From an optimization exercise on the open Yosys and OpenROAD flow, aimed at small area, a short achievable clock period and few clock cycles per item; shortcuts taken in it are not production practice. Function was checked by simulation only, so behaviour that the tests miss may differ from the original.

==> inputs of 04-25 <==
Design rs_codec, start of the top module:
module rs_codec (
    input  wire         clk,
    input  wire         rst,         
    input  wire         req_valid,
    output wire         req_ready,
    input  wire         req_write,   
    input  wire [159:0] req_word,    
    output reg          rsp_valid,
    output reg  [159:0] rsp_word,
    output reg  [1:0]   rsp_nerr,
    output reg          rsp_uncorr
);
    assign req_ready = 1'b1;
    reg         v0, wr0;
    reg [159:0] w0;
    always @(posedge clk) begin
        v0  <= req_valid && !rst;
        wr0 <= req_write;
        w0  <= req_word;
    end
    wire [31:0] t, chk, sp, s;
    rs_encoder  u_enc (.x(w0[159:32]), .t(t), .chk(chk));
    rs_syndrome u_syn (.t(t), .x(w0[31:0]), .s(sp));
    genvar j;
    generate
        for (j = 0; j < 4; j = j + 1) begin : tw
            rs_gf_to_tower u_tw (.a(sp[8*j +: 8]), .t(s[8*j +: 8]));
        end
    endgenerate
    reg         v1, rd1;
    reg [159:0] w1;
    reg [31:0]  s1r;
    always @(posedge clk) begin
        v1  <= v0 && !rst;
        rd1 <= !wr0;
        w1  <= {w0[159:32], wr0 ? chk : w0[31:0]};
        s1r <= s;
    end
    wire [7:0] d, n1, n2;
    rs_keyeq u_key (.s(s1r), .d(d), .n1(n1), .n2(n2));
    wire [3:0] n1_den;
    rs_gf_inv_den u_inv_den (.a(n1), .dl(n1_den));
    reg         v2, rd2, nz2, s0nz2, dz2;
    reg [159:0] w2;
    reg [7:0]   d2, n12, n22, s02, s12;
    reg [3:0]   nden2;
    always @(posedge clk) begin
        v2    <= v1 && !rst;
        rd2   <= rd1;
        nz2   <= (s1r != 32'h0);
        s0nz2 <= (s1r[7:0] != 8'h00);
        dz2   <= (d == 8'h00);
        w2    <= w1;
        d2    <= d;
        n12   <= n1;
        n22   <= n2;
  ...
==> flow/config.mk <==
export PLATFORM = sky130hd
export DESIGN_NAME = rs_codec
export DESIGN_NICKNAME = rs_codec
export VERILOG_FILES = /design/flow/design.v
export SDC_FILE = /design/flow/constraint.sdc
export NUM_CORES = 4
export LEC_CHECK = 0
export CAP_MARGIN = 20
export CORE_MARGIN = 2
export CORE_UTILIZATION = 60
export CTS_CLUSTER_DIAMETER = 100
export CTS_CLUSTER_SIZE = 25
export SLEW_MARGIN = 20
==> flow/constraint.sdc <==
create_clock -name core_clock -period 18.0 [get_ports {clk}]
set_input_delay 3.6000 -clock core_clock [delete_from_list [all_inputs] [get_ports {clk}]]
set_output_delay 3.6000 -clock core_clock [all_outputs]
set_load 0.01 [all_outputs]
standard.sh (not shown) runs the stock make flow with config.mk's settings and CLKGATE_MAP_FILE= SYNTH_SCRIPT=/design/flow/synth_recipe.tcl, a recipe that flattens the netlist after the stock synthesis.
==> flow/flow/run.sh <==
#!/bin/bash
set -uo pipefail
bash standard.sh SETUP_SLACK_MARGIN=13.5 "BUFFER_PORTS_ARGS=-buffer_cell sky130_fd_sc_hd__buf_1" finish > standard.log 2>&1
==> 04-26: changes against 04-25 <==
==> flow/flow/run.sh (replaced) <==
#!/bin/bash
set -uo pipefail
bash standard.sh SETUP_SLACK_MARGIN=13.3 "BUFFER_PORTS_ARGS=-buffer_cell sky130_fd_sc_hd__buf_1" finish > standard.log 2>&1
Settings changed: CORE_UTILIZATION 60 to 55.
==> 05-04: changes against 04-25 <==
==> flow/flow/run.sh (replaced) <==
#!/bin/bash
set -uo pipefail
bash standard.sh SETUP_SLACK_MARGIN=13.3 "BUFFER_PORTS_ARGS=-buffer_cell sky130_fd_sc_hd__buf_1" finish > standard.log 2>&1
==> comparison table <==
| quantity | 04-25 | 04-26 | 05-04 |
|---|---|---|---|
| Status | timing/DRC/antenna clean | timing/DRC/antenna clean | timing/DRC/antenna clean |
| # nets final | 4751 | 4740 | 4742 |
| Share of final-layout standard cells stronger than drive strength 1 | 13.3% | 12.1% | 12.3% |
| Crit path largest cell delay | 0.38 ns | 0.41 ns | 0.38 ns |
| Met2 track utilization from global routing | 56.2% | 52.3% | 56.0% |
| Setup Buffers After CTS | 6 | 0 | 2 |
| Non-clock buffer share of cell area | 5.14% | 4.95% | 5.00% |
| Antenna violations before repair | 13 | 10 | 13 |
| Critical path endpoint | rsp_word[7] | rsp_word[103] | rsp_word[7] |
| CTS Buf Count | 48 | 47 | 48 |
| Utilization after layout | 67.4% | 61.8% | 67.0% |
| Achievable clock frequency | 210 MHz | 210 MHz | 209 MHz |
| Area after DPL | 50000 um2 | 50100 um2 | 50000 um2 |
| Portion of the layout cell area used by clock cells | 2.76% | 2.66% | 2.78% |
Testbench counts of 04-25, summed over its fixed seeds: cycles 6,440, items 6,400.
Testbench counts of 04-26, summed over its fixed seeds: cycles 6,440, items 6,400.
Testbench counts of 05-04, summed over its fixed seeds: cycles 6,440, items 6,400.

what the ideal ports hide:
In the flow no input, the clock included, has a driving cell. The finished layouts below were timed again as built, in two steps. Step 1 sets driving cells, clkbuf_16 on the clock port and buf_2 on the other inputs (assumed; they add their load-dependent delay and slew). Step 2 adds t to the input delays and takes it off the output delays; t is the mean of the earliest and latest rising clock arrival at the registers after step 1. Input paths then give back, and output paths get back, about the clock's delay inside the block. Slacks: no drivers / after step 1 / after step 2; pairs: no drivers / after step 1.
| run | t, ns | slack for setup (ns) | latest minus earliest clock arrival (ns) | worst register clock-pin slew, ns | worst slew at a driven data input, ns |
|---|---|---|---|---|---|
| 04-25 | 0.710 | 13.231 / 13.160 / 13.385 | 0.063 / 0.063 | 0.11 / 0.11 | 0.07 |
| 04-26 | 0.708 | 13.231 / 13.160 / 13.307 | 0.061 / 0.061 | 0.10 / 0.10 | 0.07 |
| 05-04 | 0.712 | 13.225 / 13.155 / 13.293 | 0.062 / 0.062 | 0.11 / 0.11 | 0.07 |
After both steps every run listed still meets setup and hold.
